What follows belongs to an exercise in optimizing a design on an open flow for small area, a short achievable clock period and few clock cycles per item; a production flow would make more cautious choices.
Function was checked by simulation only, so behaviour that the tests miss may differ from the original.
Power and IR drop assume default switching activity.

===== design.v =====
module rank_engine #(
    parameter N  = 64,    
    parameter IW = 6      
) (
    input  wire          clk,
    input  wire          rst,           
    input  wire [15:0]   i_arm,         
    input  wire [15:0]   i_deadband,    
    input  wire          s_prev_neg,    
    input  wire [12:0]   tenure_q,      
    input  wire [15:0]   vmax_q,        
    input  wire [15:0]   vmin_q,        
    input  wire          in_valid,
    output wire          in_ready,
    input  wire [15:0]   in_vq,         
    input  wire          in_ins,        
    input  wire          in_masked,     
    output wire          out_valid,
    input  wire          out_ready,
    output wire [IW-1:0] out_cell,
    output wire [31:0]   out_key,
    output wire          out_last,
    output wire          out_d_neg,     
    output wire          out_deadband   
);
    localparam KW = 18;   
    function automatic gt_tree(input [31:0] a, input [31:0] na,
                               input [31:0] b, input [31:0] nb);
        reg [31:0] g, l;
        integer lv, k, w;
        begin
            g = a & nb;
            l = na & b;
            w = 16;
            for (lv = 0; lv < 5; lv = lv + 1) begin
                for (k = 0; k < 16; k = k + 1) begin
                    if (k < w) begin
                        g[k] = g[2*k+1] | (~l[2*k+1] & g[2*k]);
                        l[k] = l[2*k+1] | (~g[2*k+1] & l[2*k]);
                    end
                end
                w = w / 2;
            end
            gt_tree = g[0];
        end
    endfunction
    function automatic key_gt(input [KW-1:0] a, input [KW-1:0] na,
                              input [KW-1:0] b, input [KW-1:0] nb);
        key_gt = gt_tree({14'd0, a}, {14'd0, na}, {14'd0, b}, {14'd0, nb});
    endfunction
    function automatic gt16(input [15:0] a, input [15:0] b);
        gt16 = gt_tree({16'd0, a}, {16'd0, ~a}, {16'd0, b}, {16'd0, ~b});
    endfunction
    reg [KW-1:0] a_key  [0:N-1];
    reg [IW-1:0] a_cell [0:N-1];
    reg [N-1:0]  a_gt;                
    reg [IW:0]   old_cnt;
    reg          old_nz;              
    reg [IW-1:0] fill_cnt;
    reg          old_d, old_db;       
    reg          m_v, s_v;
    reg [IW-1:0] m_cell, s_cell;
    reg [KW-1:0] m_key, s_key;
    reg          m_last, s_last, m_d, s_d, m_db, s_db;
    wire step = !(old_nz && s_v);
    wire push = old_nz && !s_v;
    reg  rdy;                         
    assign in_ready = rdy;
    reg          p1_v;
    reg [15:0]   p1_vq, p1_vmax, p1_vmin, p1_iarm, p1_idb;
    reg [13:0]   p1_add;              
    reg          p1_msk, p1_sneg;
    reg [IW-1:0] p1_cnt;              
    reg          p1_first;            
    reg          d_neg;               
    reg          db_cur;              
    reg          pk_v, pk_d, pk_db;
    reg [16:0]   pk_kp, pk_kn;        
    reg          pk_exp, pk_exn;      
    reg          p3_v, p3_d, p3_db;
    reg [KW-1:0] p3_key;
    reg [KW-1:0] p3_nkey;             
    reg [KW-1:0] p3_key1, p3_nkey1;   
    reg          p4_v, p4_d, p4_db;
    reg [KW-1:0] p4_key;
    reg          p4_gt;               
    always @(posedge clk) begin
        if (rst)
            p1_v <= 1'b0;
        else if (step)
            p1_v <= in_valid;
        if (step) begin
            p1_vq   <= in_vq;
            p1_add  <= 14'd8192 - (in_ins ? {1'b0, tenure_q} : 14'd0);
            p1_msk  <= in_masked;
            p1_vmax <= vmax_q;
            p1_vmin <= vmin_q;
            p1_iarm <= i_arm;
            p1_idb  <= i_deadband;
            p1_sneg <= s_prev_neg;
        end
    end
    wire i_neg  = p1_iarm[15];
    wire p1_db  = i_neg ? gt16(p1_iarm, ~p1_idb) : !gt16(p1_iarm, p1_idb);
    wire p1_dn  = i_neg ^ p1_sneg;
    wire p1_exp = p1_msk || gt16(p1_vq, p1_vmax);
    wire p1_exn = p1_msk || gt16(p1_vmin, p1_vq);
    wire        d_cur = (p1_first && !p1_db) ? p1_dn : d_neg;
    wire [16:0] k_pos = {1'b0, p1_vq} + {3'd0, p1_add};
    wire [16:0] k_neg = {1'b0, ~p1_vq} + {3'd0, p1_add};
    wire [KW-1:0] pk_key = pk_d ? {pk_exn, pk_kn} : {pk_exp, pk_kp};
    always @(posedge clk) begin
        if (rst) begin
            p1_cnt   <= 0;
            p1_first <= 1'b1;
            d_neg    <= 1'b0;
            pk_v     <= 1'b0;
            p3_v     <= 1'b0;
            p4_v     <= 1'b0;
        end else if (step) begin
            if (p1_v) begin
                p1_cnt   <= p1_cnt + 1'b1;
                p1_first <= (p1_cnt == N - 1);
                d_neg    <= d_cur;
            end
            pk_v <= p1_v;
            p3_v <= pk_v;
            p4_v <= p3_v;
        end
        if (step && p1_v && p1_first)
            db_cur <= p1_db;
        if (step) begin
            pk_kp  <= k_pos;
            pk_kn  <= k_neg;
            pk_exp <= p1_exp;
            pk_exn <= p1_exn;
            pk_d   <= d_cur;
            pk_db  <= p1_first ? p1_db : db_cur;
            p3_key <= pk_key;
            p3_nkey <= ~pk_key;
            p3_key1 <= pk_key + 1'b1;
            p3_nkey1 <= ~(pk_key + 1'b1);
            p3_d   <= pk_d;
            p3_db  <= pk_db;
            p4_key <= p3_key;
            p4_d   <= p3_d;
            p4_db  <= p3_db;
            p4_gt  <= key_gt(p3_key, ~p3_key, pk_key, ~pk_key);
        end
    end
    wire [N:0] gt;
    wire [N:0] cmp;
    assign gt[N]  = 1'b1;
    assign cmp[N] = 1'b0;
    wire cmp_new  = p4_gt;
    genvar g;
    generate
        for (g = 0; g < N; g = g + 1) begin : g_cmp
            wire inseg = ({1'b0, fill_cnt} >= N - g);
            assign gt[g]  = inseg && (!p4_v || a_gt[g]);
            if (g < N / 2)
                assign cmp[g] = key_gt(a_key[g], ~a_key[g], p3_key, p3_nkey);
            else
                assign cmp[g] = !key_gt(p3_key1, p3_nkey1, a_key[g], ~a_key[g]);
        end
    endgenerate
    integer i;
    reg hold, shift, take;
    always @(posedge clk) begin
        for (i = 0; i < N; i = i + 1) begin
            hold  = !step || gt[i];
            take  = step && !gt[i] && gt[i+1];
            shift = step && !gt[i+1];
            a_key[i]  <= ({KW{hold}} & a_key[i]) | ({KW{take}} & p4_key) |
                         ({KW{shift}} & (i < N - 1 ? a_key[i+1] : {KW{1'b0}}));
            a_cell[i] <= ({IW{hold}} & a_cell[i]) | ({IW{take}} & fill_cnt) |
                         ({IW{shift}} & (i < N - 1 ? a_cell[i+1] : {IW{1'b0}}));
            a_gt[i]   <= (!step & a_gt[i]) | (step & gt[i] & cmp[i]) |
                         (take & cmp_new) | (shift & cmp[i+1]);
        end
    end
    wire        fill_done = step && p4_v && (fill_cnt == N - 1);
    wire [IW:0] old_next  = rst       ? {(IW+1){1'b0}} :
                            fill_done ? N[IW:0] :
                            push      ? old_cnt - 1'b1 : old_cnt;
    always @(posedge clk) begin
        old_cnt <= old_next;
        old_nz  <= (old_next != 0);
        if (rst)
            fill_cnt <= 0;
        else if (step && p4_v)
            fill_cnt <= fill_cnt + 1'b1;
        if (fill_done) begin
            old_d  <= p4_d;
            old_db <= p4_db;
        end
    end
    wire pop    = m_v && out_ready;
    wire s_next = s_v ? !pop : (push && m_v && !pop);
    wire m_load = s_v ? pop : (push && (!m_v || pop));
    always @(posedge clk) begin
        if (rst) begin
            m_v <= 1'b0;
            s_v <= 1'b0;
            rdy <= 1'b1;
        end else begin
            s_v <= s_next;
            m_v <= push || s_v || (m_v && !pop);
            rdy <= !((old_next != 0) && s_next);
        end
        if (m_load) begin
            m_cell <= s_v ? s_cell : a_cell[0];
            m_key  <= s_v ? s_key  : a_key[0];
            m_last <= s_v ? s_last : (old_cnt == 1);
            m_d    <= s_v ? s_d    : old_d;
            m_db   <= s_v ? s_db   : old_db;
        end
        if (!s_v && push && m_v && !pop) begin
            s_cell <= a_cell[0];
            s_key  <= a_key[0];
            s_last <= (old_cnt == 1);
            s_d    <= old_d;
            s_db   <= old_db;
        end
    end
    assign out_valid    = m_v;
    assign out_cell     = m_cell;
    assign out_key      = {m_key[KW-1], 14'd0, m_key[16:0]};
    assign out_last     = m_last;
    assign out_d_neg    = m_d;
    assign out_deadband = m_db;
endmodule

===== flow/run.sh =====
#!/bin/bash
# The standard layout, with plain buffers (not delay cells) on the ports.
set -euo pipefail
export BUFFER_PORTS_ARGS="-buffer_cell sky130_fd_sc_hd__buf_4"
bash standard.sh > standard.log 2>&1

===== standard.sh =====
#!/bin/bash
# synth_recipe.tcl (not shown) runs the flow's synth.tcl, then flattens the netlist and writes it again
# the make line also repeats each setting of config.mk as NAME=value (left out here)
make -C /OpenROAD-flow-scripts/flow DESIGN_CONFIG=/design/flow/config.mk WORK_HOME=/design/flow/orfs CLKGATE_MAP_FILE= SYNTH_SCRIPT=/design/flow/synth_recipe.tcl "${@:-finish}"

===== config.mk =====
export PLATFORM = sky130hd
export DESIGN_NAME = rank_engine
export DESIGN_NICKNAME = rank_engine
export VERILOG_FILES = /design/flow/design.v
export SDC_FILE = /design/flow/constraint.sdc
export NUM_CORES = 4
export LEC_CHECK = 0
export ABC_AREA = 1
export CAP_MARGIN = 50
export CORE_MARGIN = 2
export CORE_UTILIZATION = 55
export CTS_CLUSTER_DIAMETER = 100
export CTS_CLUSTER_SIZE = 20
export SLEW_MARGIN = 70

===== constraint.sdc =====
create_clock -name core_clock -period 12.0 [get_ports {clk}]
set_input_delay 2.4000 -clock core_clock [delete_from_list [all_inputs] [get_ports {clk}]]
set_output_delay 2.4000 -clock core_clock [all_outputs]
set_load 0.01 [all_outputs]

==> results.sh, run 1 <==
export IMPL_yosysWarnings=3
export IMPL_dr_pass1_iters=7
export IMPL_cts_inserted_buffers=105
export IMPL_critPathTopFamily="flip-flops"
export IMPL_p_per_area_nw_per_um2=225.1
export IMPL_fmax_ghz=0.2663
export IMPL_first_iter_violations=12780
export IMPL_htreeDepth=3
export IMPL_vias_per_cell=6.462
export IMPL_hold_class="flop to flop"
export IMPL_vias=98640
export IMPL_yosys_area_top_type="dfxtp_1"
export IMPL_synth_ff_latch_count=1912
export IMPL_power_share_clock_pct=16.7
export IMPL_finalCritPeriodShare_pct=31.29
export IMPL_clk_path_buf_depth=3
export IMPL_cp_start_kind="flop"
export IMPL_worstSetupPathType="flop to output pin"
export IMPL_fin_skew_ns=0.03002
export IMPL_internal_power_mw=12.67
export IMPL_crit_arrival_ns=1.35
export IMPL_hold_violations=0
export IMPL_cp_num_buf_inv=1
export IMPL_busiest_layer="met2"
export IMPL_setup_viol=0
export IMPL_cts_tree="built"
export IMPL_post_drt_wl_per_cell_microns=27.03
export IMPL_cts_root_buf="clkbuf_16"
export IMPL_synth_edff_count=308
export IMPL_ir_drop_mv=0.1579
export IMPL_placed_cells=15080
export IMPL_slowest_stage="edfxtp_1"
export IMPL_nets=13020
export IMPL_grt_pass1_vias=92450
export IMPL_setup_tns_ns=0
export IMPL_final_util_pct=60.08
export IMPL_max_slew_margin_pct=65.57
export IMPL_hpwl_microns=275900
export IMPL_synth_area_leaders="dfxtp_1 33%, nand2_1 17%, edfxtp_1 9.6%, o221ai_1 7.3%, inv_1 5.6%"
export IMPL_clk_pin_slew_ns=0.09
export IMPL_grt_max_degree=75
export IMPL_crit_start="m_key[0]"
export IMPL_wirelength_microns=412600
export IMPL_grt_util_all_layers_pct=44.72
export IMPL_antenna_found_initial=17
export IMPL_r2r_start="fill_cnt[3]"
export IMPL_min_period_ns=3.755
export IMPL_rsz0062_at_grt="false"
export IMPL_maxCapViolations=0
export IMPL_synth_area_sq_um=96010
export IMPL_cp_end_kind="output pin"
export IMPL_grt_pass1_wl_microns=598300
export IMPL_crit_chain="buf_4"
export IMPL_switchingPower_mw=10.80
export IMPL_synth_cell_type_count=66
export IMPL_leakage_nw=46.31
export IMPL_slowest_delay_ns=0.39
export IMPL_die_x_microns=421.8
export IMPL_postCtsHoldBufs=0
export IMPL_worst_pin_slew_ns=0.5165
export IMPL_portBuffers=128
export IMPL_worst_slack_ns=8.245
export IMPL_initial_core_util_pct=55.30
export IMPL_ant_nets=0
export IMPL_final_cells=15270
export IMPL_p_sw_share_pct=46.02
export IMPL_coreArea_sq_um=173600
export IMPL_slew_viol_final=0
export IMPL_ys_seq_area_share_pct=43.08
export IMPL_path_max_fanout=1
export IMPL_hp_start="a_cell[0][5]"
export IMPL_async_flop_share_pct=0
export IMPL_yosysMostFrequentCell="nand2_1"
export IMPL_boundaryPins=143
export IMPL_rows=153
export IMPL_cp_required_ns=9.60
export IMPL_status="no timing/DRC/antenna violations"
export IMPL_synthFlopType="dfxtp_1"
export IMPL_cts_sinks=1912
export IMPL_power_mw=23.48
export IMPL_cts_resized=0
export IMPL_grt_use_met1_pct=53.91
export IMPL_gr_usage_met2_pct=67.86
export IMPL_worstSkewPairLatency_ns=0.82
export IMPL_drc=0
export IMPL_combPwrFrac_pct=44.6
export IMPL_synth_top_area_share_pct=33.44
export IMPL_fp_dieH_microns=421.8
export IMPL_die_area_sq_um=177900
export IMPL_synth_avg_cell_area_sq_um=7.320
export IMPL_grt_met3_usage_pct=11.18
export IMPL_drive_gt1_share_pct=7.299
export IMPL_syn_inst=13120
export IMPL_gp_congestion=0.9816
export IMPL_syn_to_final_growth_pct=8.644
export IMPL_grt_overflow_total=0
export IMPL_dp_slack_ns=7.666
export IMPL_synth_commonest_cells="4358 x nand2_1, 1604 x dfxtp_1, 1424 x inv_1"
export IMPL_cts_setup_buffers=0
export IMPL_seqPwrFrac_pct=38.8
-- kinds of logic (layout without fill, tap and decap cells) --
kind of cell / Yosys count / in the layout / synth area share (%)
compound gates: 2862 / 2862 / 21.46
other cells: 1 / 36 / 0.003906
fa+ha+maj: 39 / 39 / 0.5239
buf+inv: 2346 / 2136 / 9.752
simple gates: 5903 / 5903 / 24.70
xor+xnor: 53 / 53 / 0.4835
flops: 1912 / 1912 / 43.08
-- registers in the layout, summed over array words and instances, names as in the netlist, 7 cells and up, named ones only --
register	flops
a_cell	378
a_gt	63
a_key	1134
m_key	18
old_cnt	7
p1_add	14
p1_iarm	16
p1_idb	16
p1_vmax	16
p1_vmin	16
p1_vq	16
p3_key	18
p3_key1	17
p3_nkey	18
p3_nkey1	17
p4_key	18
pk_kn	17
pk_kp	17
s_key	18
-- cell usage in the layout (no fill, tap or decap), types with 22 or more instances in the layout --
| master | count |
|---|---|
| a221o_1 | 31 |
| inv_4 | 51 |
| clkbuf_16 | 105 |
| nor2_2 | 28 |
| inv_2 | 70 |
| o211ai_1 | 306 |
| diode_2 | 22 |
| a21boi_0 | 55 |
| o21ai_0 | 408 |
| dfxtp_1 | 1597 |
| edfxtp_1 | 308 |
| nor2_1 | 598 |
| buf_6 | 50 |
| buf_8 | 75 |
| a31oi_1 | 242 |
| o21a_1 | 72 |
| nand2_1 | 4327 |
| clkbuf_1 | 31 |
| o221ai_1 | 797 |
| a21oi_1 | 290 |
| nand2_2 | 42 |
| xor2_1 | 52 |
| o31ai_1 | 23 |
| a22oi_1 | 440 |
| nor3_1 | 104 |
| buf_4 | 257 |
| a32oi_1 | 41 |
| ha_1 | 36 |
| o22ai_1 | 41 |
| nor2_4 | 44 |
| o21ai_1 | 41 |
| buf_12 | 63 |
| nand3_1 | 671 |
| inv_1 | 1357 |
-- final cells by class --
class	count	area, sq um
tap	2325	2909
timing repair buffer	478	5451
multi-input combinational	8871	45790
fill	15860	69320
antenna	22	55.05
clock buffer	136	2744
sequential	1912	41370
clock inverter	8	85.08
inverter	1514	5904
-- layer usage --
layer | routed length, microns | part of all wire (%)
met1 | 147600 | 36
met2 | 176100 | 43
met3 | 49440 | 12
met4 | 39270 | 9.5
met5 | 151 | 0.037
-- metrics by stage --
stage               hold slack [ns]  instance area (sq um)
finish                       0.4338                 104300
global route                 0.4474                 104300
CTS                          0.4356                 103800
detailed placement           0.4129                 101000
global placement             0.4074                  97720
floorplan                    0.4003                  96060
-- path summary, 6_finish.rpt --
| kind | to | slack, ns | cells after the start |
|---|---|---|---|
| setup reg to reg | a_key[17][10] | 8.36 | 15 |
| hold reg to reg | s_cell[5] | 0.43 | 0 |
| hold / removal | s_cell[5] | 0.43 | 0 |
| setup / recovery | out_key[0] | 8.25 | 1 |
-- power groups by stage --
stage	Clock [mW]	Combinational [mW]	Sequential [mW]
4_1_cts	3.88	9.85	9.05
3_5_place_dp	0	9.82	9.19
5_1_grt	4.11	11.0	9.24
3_3_place_gp	0	9.14	9.14
6_report	3.91	10.5	9.10
2_1_floorplan	0	5.72	8.82
Testbench counts, summed over its fixed seeds: cycles 16,936, sorts 256.
==> inputs of run 2 (changes only) <==
--- a/design.v
+++ b/design.v
@@ -197,7 +197,9 @@
     end
     wire pop    = m_v && out_ready;
     wire s_next = s_v ? !pop : (push && m_v && !pop);
-    wire m_load = s_v ? pop : (push && (!m_v || pop));
+    wire ld_s   = s_v && pop;                     
+    wire ld_h   = !s_v && push && (!m_v || pop);  
+    wire m_hold = !(ld_s || ld_h);
     always @(posedge clk) begin
         if (rst) begin
             m_v <= 1'b0;
@@ -208,13 +210,11 @@
             m_v <= push || s_v || (m_v && !pop);
             rdy <= !((old_next != 0) && s_next);
         end
-        if (m_load) begin
-            m_cell <= s_v ? s_cell : a_cell[0];
-            m_key  <= s_v ? s_key  : a_key[0];
-            m_last <= s_v ? s_last : (old_cnt == 1);
-            m_d    <= s_v ? s_d    : old_d;
-            m_db   <= s_v ? s_db   : old_db;
-        end
+        m_cell <= ({IW{m_hold}} & m_cell) | ({IW{ld_s}} & s_cell) | ({IW{ld_h}} & a_cell[0]);
+        m_key  <= ({KW{m_hold}} & m_key)  | ({KW{ld_s}} & s_key)  | ({KW{ld_h}} & a_key[0]);
+        m_last <= (m_hold & m_last) | (ld_s & s_last) | (ld_h & (old_cnt == 1));
+        m_d    <= (m_hold & m_d)    | (ld_s & s_d)    | (ld_h & old_d);
+        m_db   <= (m_hold & m_db)   | (ld_s & s_db)   | (ld_h & old_db);
         if (!s_v && push && m_v && !pop) begin
             s_cell <= a_cell[0];
             s_key  <= a_key[0];
--- a/config.mk
+++ b/config.mk
@@ -8,7 +8,7 @@
 export ABC_AREA = 1
 export CAP_MARGIN = 50
 export CORE_MARGIN = 2
-export CORE_UTILIZATION = 55
+export CORE_UTILIZATION = 65
 export CTS_CLUSTER_DIAMETER = 100
 export CTS_CLUSTER_SIZE = 20
 export SLEW_MARGIN = 70
==> results.sh, run 2 <==
export IMPL_htreeDepth=3
export IMPL_placed_cells=14590
export IMPL_fp_dieH_microns=387.0
export IMPL_hold_class="flop to flop"
export IMPL_yosysMostFrequentCell="nand2_1"
export IMPL_largest_register_ff_count=1134
export IMPL_nFillCells=12060
export IMPL_worst_pin_slew_ns=0.5453
export IMPL_ant_nets=0
export IMPL_post_drt_wl_per_cell_microns=26.69
export IMPL_status="no timing/DRC/antenna violations"
export IMPL_yosysWarnings=3
export IMPL_yosys_area_top_type="dfxtp_1"
export IMPL_initial_core_util_pct=65.43
export IMPL_postCtsHoldBufs=0
export IMPL_p_per_area_nw_per_um2=224.7
export IMPL_grt_max_degree=98
export IMPL_worstSkewPairLatency_ns=0.78
export IMPL_async_flop_share_pct=0
export IMPL_cp_required_ns=12.70
export IMPL_min_period_ns=4.153
export IMPL_syn_inst=13050
export IMPL_cts_sinks=1912
export IMPL_top_regs="a_key: 1134 flops, a_cell: 378 flops, a_gt: 63 flops"
export IMPL_cp_start_kind="flop"
export IMPL_cts_setup_buffers=0
export IMPL_synth_edff_count=281
export IMPL_grt_pass1_wl_microns=572300
export IMPL_setup_viol=0
export IMPL_syn_to_final_growth_pct=8.086
export IMPL_cts_resized=0
export IMPL_multiInputGateArea_sq_um=45600
export IMPL_worst_slack_ns=7.847
export IMPL_gp_congestion=1.006
export IMPL_dr_pass1_iters=11
export IMPL_finalCritPeriodShare_pct=34.61
export IMPL_synth_avg_cell_area_sq_um=7.310
export IMPL_layout_common_cells="4306 x nand2_1, 1625 x dfxtp_1, 1396 x inv_1"
export IMPL_clk_path_buf_depth=3
export IMPL_boundaryPins=143
export IMPL_final_common_cell="nand2_1"
export IMPL_cts_tree="built"
export IMPL_cts_inserted_buffers=105
export IMPL_synth_top_area_share_pct=34.24
export IMPL_first_iter_violations=14940
export IMPL_fin_skew_ns=0.02773
export IMPL_hold_violations=0
export IMPL_die_area_sq_um=149800
export IMPL_clk_pin_slew_ns=0.09
export IMPL_setup_tns_ns=0
export IMPL_crit_arrival_ns=4.85
export IMPL_drive_gt1_share_pct=7.094
export IMPL_dp_slack_ns=7.611
export IMPL_grt_pass1_vias=91340
export IMPL_cp_end_kind="flop"
export IMPL_synth_ff_latch_count=1912
export IMPL_synth_area_sq_um=95360
export IMPL_worstSetupPathType="flop to flop"
export IMPL_ir_drop_mv=0.2299
export IMPL_synth_commonest_cells="4342 x nand2_1, 1631 x dfxtp_1, 1448 x inv_1"
export IMPL_leakage_nw=46.11
export IMPL_grt_overflow_total=0
export IMPL_grt_util_all_layers_pct=50.56
export IMPL_die_x_microns=387.0
export IMPL_portBuffers=128
export IMPL_cts_root_buf="clkbuf_16"
export IMPL_antenna_found_initial=19
export IMPL_fmax_ghz=0.2408
export IMPL_seqCellArea_sq_um=41100
export IMPL_hpwl_microns=258700
export IMPL_synth_cell_type_count=61
export IMPL_largest_register="a_key"
export IMPL_synthFlopType="dfxtp_1"
export IMPL_synth_area_leaders="dfxtp_1 34%, nand2_1 17%, o221ai_1 9.0%, edfxtp_1 8.8%, inv_1 5.7%"
export IMPL_coreArea_sq_um=145700
export IMPL_rows=140
export IMPL_maxCapViolations=0
export IMPL_power_mw=23.16
export IMPL_vias=100300
export IMPL_final_cells=14800
export IMPL_ys_seq_area_share_pct=43.09
export IMPL_path_max_fanout=28
export IMPL_rrSetupSlack_ns=7.85
export IMPL_rsz0062_at_grt="false"
export IMPL_nets=12940
export IMPL_slew_viol_final=0
export IMPL_vias_per_cell=6.781
export IMPL_drc=0
export IMPL_wirelength_microns=394800
export IMPL_max_slew_margin_pct=63.65
[run 2: changes by cell type in the layout (fill, tap and decap cells not counted), moves of 30 or more]
| cell | change |
|---|---|
| o221ai_1 | +180 |
| o21ai_0 | -111 |
| inv_1 | +39 |
| nor2_1 | -35 |
| nand3_1 | +44 |
| o21a_1 | +30 |
| a22oi_1 | -125 |
[run 2: logic make-up (layout without fill, tap and decap cells)]
| group | count (synthesis) | after routing | share of synthesized area [%] |
|---|---|---|---|
| adders and majority gates | 39 | 39 | 0.5274 |
| buffers and inverters | 2375 | 2158 | 9.777 |
| and+or+nand+nor | 5867 | 5867 | 24.65 |
| other | 1 | 51 | 0.003932 |
| xor gates and xnor gates | 54 | 54 | 0.4960 |
| AOI/OAI and AO/OA | 2797 | 2797 | 21.46 |
| DFF | 1912 | 1912 | 43.09 |
[run 2: power breakdown]
part           total [mW]  internal (mW)  switching [mW]
Sequential           8.93           7.89            1.04
Clock                3.87           1.64            2.23
Combinational        10.4           2.99            7.36
Total                23.2           12.5            10.6
[run 2: worst max-delay path: stages, from the launching register on]
cell,delay (ns)
dfxtp_2,0.36
clkinv_4,0.33
buf_6,0.41
ha_1,0.32
inv_1,0.11
nor2_2,0.19
nand2_1,0.24
nand2_1,0.37
nor2_1,0.14
nor2_4,0.28
buf_4,0.28
inv_4,0.15
nor2_4,0.22
buf_4,0.24
inv_1,0.14
o21ai_0,0.15
nand3b_1,0.13
[run 2: final cells by class]
type / count / share of cell area (%)
clock inverter: 4 / 0.03399
inverter: 1557 / 5.869
multi-input combinational: 8771 / 44.24
timing repair buffer: 450 / 4.822
sequential: 1912 / 39.88
antenna: 37 / 0.08983
clock buffer: 147 / 2.743
tap: 1917 / 2.327
[run 2: path summary, 6_finish.rpt]
path                    start  endpoint  depth (start not counted)
setup / recovery  fill_cnt[1]  a_gt[15]                         16
hold / removal           p4_d     old_d                          0
setup reg to reg  fill_cnt[1]  a_gt[15]                         16
hold reg to reg          p4_d     old_d                          0
[run 2: metal layers]
metal	wire length (microns)	global-route usage, %	up-vias
li1	-	-	43810
met1	136700	63.02	46280
met2	153000	68.72	8182
met3	70840	22.46	2037
met4	34250	36.88	12
met5	139	0.4785	-
[run 2: stage by stage]
step	instance area, sq um	hold WS (ns)	utilization, %
2_1_floorplan	95410	0.4003	-
3_3_place_gp	96820	0.4069	66.44
3_5_place_dp	99560	0.4081	68.32
4_1_cts	102400	0.4270	70.28
5_1_grt	103000	0.4465	70.67
6_report	103100	0.4291	70.73
Testbench counts of run 2, summed over its fixed seeds: cycles 16,936, sorts 256.
==> inputs of run 3 (changes only) <==
--- a/design.v
+++ b/design.v
@@ -57,6 +57,8 @@
     reg [IW:0]   old_cnt;
     reg          old_nz;              
     reg [IW-1:0] fill_cnt;
+    reg [8:0]    th, tl;
+    reg [7:0]    eh;
     reg          old_d, old_db;       
     reg          m_v, s_v;
     reg [IW-1:0] m_cell, s_cell;
@@ -156,7 +158,7 @@
     genvar g;
     generate
         for (g = 0; g < N; g = g + 1) begin : g_cmp
-            wire inseg = ({1'b0, fill_cnt} >= N - g);
+            wire inseg = th[8 - g / 8] | (eh[7 - g / 8] & tl[8 - g % 8]);
             assign gt[g]  = inseg && (!p4_v || a_gt[g]);
             if (g < N / 2)
                 assign cmp[g] = key_gt(a_key[g], ~a_key[g], p3_key, p3_nkey);
@@ -180,16 +182,21 @@
         end
     end
     wire        fill_done = step && p4_v && (fill_cnt == N - 1);
+    wire [IW-1:0] fill_nx = rst ? {IW{1'b0}} :
+                            (step && p4_v) ? fill_cnt + 1'b1 : fill_cnt;
     wire [IW:0] old_next  = rst       ? {(IW+1){1'b0}} :
                             fill_done ? N[IW:0] :
                             push      ? old_cnt - 1'b1 : old_cnt;
     always @(posedge clk) begin
         old_cnt <= old_next;
         old_nz  <= (old_next != 0);
-        if (rst)
-            fill_cnt <= 0;
-        else if (step && p4_v)
-            fill_cnt <= fill_cnt + 1'b1;
+        fill_cnt <= fill_nx;
+        for (i = 0; i < 9; i = i + 1) begin
+            th[i] <= (fill_nx[5:3] >= i);
+            tl[i] <= (fill_nx[2:0] >= i);
+        end
+        for (i = 0; i < 8; i = i + 1)
+            eh[i] <= (fill_nx[5:3] == i);
         if (fill_done) begin
             old_d  <= p4_d;
             old_db <= p4_db;
==> results.sh, run 3 <==
export IMPL_status="no timing/DRC/antenna violations"
export IMPL_synth_cell_type_count=59
export IMPL_worst_pin_slew_ns=0.5001
export IMPL_yosysMostFrequentCell="nand2_1"
export IMPL_syn_to_final_growth_pct=7.926
export IMPL_r2r_start="old_nz"
export IMPL_ant_nets=0
export IMPL_power_mw=23.37
export IMPL_ys_seq_area_share_pct=42.88
export IMPL_initial_core_util_pct=65.51
export IMPL_cts_root_buf="clkbuf_16"
export IMPL_grt_pass1_vias=92010
export IMPL_crit_cells=1
export IMPL_setup_tns_ns=0
export IMPL_top_regs="a_key: 1134 flops, a_cell: 378 flops, a_gt: 63 flops"
export IMPL_cts_resized=0
export IMPL_gp_congestion=0.9768
export IMPL_coreArea_sq_um=147800
export IMPL_leakage_nw=47.48
export IMPL_syn_inst=13260
export IMPL_min_period_ns=3.715
export IMPL_crit_start="m_key[0]"
export IMPL_synth_ff_latch_count=1934
export IMPL_slowest_stage="dfxtp_1"
export IMPL_vias=98600
export IMPL_grt_pass1_wl_microns=539900
export IMPL_finalCritPeriodShare_pct=30.96
export IMPL_wirelength_microns=358700
export IMPL_fmax_ghz=0.2692
export IMPL_boundaryPins=143
export IMPL_synth_top_area_share_pct=34.17
export IMPL_cp_num_buf_inv=1
export IMPL_clk_pin_slew_ns=0.09
export IMPL_crit_chain="buf_4"
export IMPL_postCtsHoldBufs=0
export IMPL_critPathTopFamily="flip-flops"
export IMPL_hpwl_microns=244400
export IMPL_yosys_area_top_type="dfxtp_1"
export IMPL_setup_viol=0
export IMPL_drc=0
export IMPL_grt_max_degree=82
export IMPL_worstSkewPairLatency_ns=0.78
export IMPL_async_flop_share_pct=0
export IMPL_p_per_area_nw_per_um2=223.6
export IMPL_worstSetupPathType="flop to output pin"
export IMPL_portBuffers=128
export IMPL_post_drt_wl_per_cell_microns=23.78
export IMPL_fin_skew_ns=0.02876
export IMPL_synth_commonest_cells="4417 x nand2_1, 1653 x dfxtp_1, 1318 x inv_1"
export IMPL_hold_violations=0
export IMPL_slew_viol_final=0
export IMPL_rows=141
export IMPL_cts_inserted_buffers=106
export IMPL_final_common_cell="nand2_1"
export IMPL_rsz0062_at_grt="false"
export IMPL_grt_overflow_total=0
export IMPL_cp_end_kind="output pin"
export IMPL_hp_start="p3_d"
export IMPL_slowest_delay_ns=0.39
export IMPL_crit_arrival_ns=1.31
export IMPL_rrSetupSlack_ns=8.36
export IMPL_reg2reg_to="a_key[12][8]"
export IMPL_path_max_fanout=2
export IMPL_htreeDepth=3
export IMPL_antenna_found_initial=9
export IMPL_maxCapViolations=0
export IMPL_synth_area_leaders="dfxtp_1 34%, nand2_1 17%, edfxtp_1 8.7%, o221ai_1 6.0%, a22oi_1 5.9%"
export IMPL_cp_required_ns=9.60
export IMPL_design_area_sq_um=104500
export IMPL_dr_pass1_iters=10
export IMPL_place_area_sq_um=101300
export IMPL_yosysWarnings=3
export IMPL_first_iter_violations=12930
export IMPL_drive_gt1_share_pct=8.054
export IMPL_vias_per_cell=6.537
export IMPL_layout_common_cells="4409 x nand2_1, 1646 x dfxtp_1, 1275 x inv_1"
export IMPL_largest_register="a_key"
export IMPL_max_slew_margin_pct=66.66
export IMPL_nets=13250
export IMPL_largest_register_ff_count=1134
export IMPL_ir_drop_mv=0.1995
export IMPL_synth_avg_cell_area_sq_um=7.303
export IMPL_grt_util_all_layers_pct=45.67
export IMPL_cp_start_kind="flop"
export IMPL_synthFlopType="dfxtp_1"
export IMPL_cts_setup_buffers=0
export IMPL_endpoint="out_key[0]"
export IMPL_fp_dieH_microns=390.0
export IMPL_die_x_microns=390.0
export IMPL_ff2ff_path_depth=15
export IMPL_synth_edff_count=281
export IMPL_cts_tree="built"
export IMPL_clk_path_buf_depth=3
export IMPL_synth_area_sq_um=96850
export IMPL_final_util_pct=70.70
export IMPL_cts_sinks=1934
export IMPL_die_area_sq_um=152100
export IMPL_hold_class="flop to flop"
run 3: kinds of logic after synthesis:
family / count (synthesis) / synth area share (%)
AO/OA/AOI/OAI: 2960 / 21.46
AND/OR/NAND/NOR: 6002 / 25.29
XOR/XNOR: 60 / 0.5503
flip-flops: 1934 / 42.88
other: 1 / 0.003872
adder cells (fa/ha/maj): 36 / 0.4806
buffers and inverters: 2269 / 9.338
run 3: worst min path at each step:
stage | endpoint | depth (start not counted)
after global routing | p4_d | 0
after global placement | p4_d | 0
final | p4_d | 0
after detailed placement | p4_db | 0
after CTS | p4_d | 0
after floorplan | old_d | 0
run 3: report_power, final:
part | internal [mW] | switching (mW) | leakage [nW]
clock network | 1.68 | 2.23 | 1.41
registers | 8.17 | 1.12 | 16.7
logic | 3.11 | 7.06 | 29.3
total | 13.0 | 10.4 | 47.5
run 3: area by class of cell:
class / instances / area (sq um)
multi-input combinational: 9072 / 46550
fill: 12140 / 43310
sequential: 1934 / 41550
inverter: 1432 / 5572
timing repair buffer: 565 / 5505
clock buffer: 143 / 2898
tap: 1930 / 2415
clock inverter: 2 / 17.52
antenna: 6 / 15.01
run 3: routing by layer:
layer / vias up / track usage [%] / share of wire (%)
met3: 1770 / 12.74 / 13
met1: 45760 / 55.68 / 35
met4: 14 / 34.00 / 9.0
met5: - / 0 / 0.039
li1: 44450 / - / -
met2: 6611 / 68.93 / 42
run 3: through the flow:
step	hold WS, ns	instances	setup slack, ns
after floorplan	0.4003	13280	7.485
after global placement	0.4044	14670	7.807
after detailed placement	0.4059	14920	7.850
after CTS	0.4281	15070	8.268
after global routing	0.4299	15080	8.194
final	0.4305	15080	8.285
Testbench counts of run 3, summed over its fixed seeds: cycles 16,936, sorts 256.

-- static timing again, ports no longer ideal --
The flow's constraints put no driver on any port. The routed layouts listed below were extracted and timed again, unchanged, in two steps.
Step 1, drivers: a clkbuf_16 drives clk and a buf_2 each remaining input, both assumed.
Step 2 also shifts input and output timing later by t, the mid clock arrival at the registers, as if the neighbouring blocks saw the same clock.
Three values: no drivers, after step 1, after step 2; two values: the first two.
run	t (ns)	slack for setup (ns)	pins driven straight from the clock port
run 1	0.901	8.245 / 8.149 / 7.669	1
run 2	0.858	7.847 / 7.847 / 7.598	1
run 3	0.857	8.285 / 8.200 / 7.843	1
After both steps setup and hold are still met in every run listed. The setup slack of run 1, which loses most, moves by -0.096 ns with the drivers and by -0.576 ns with both steps.
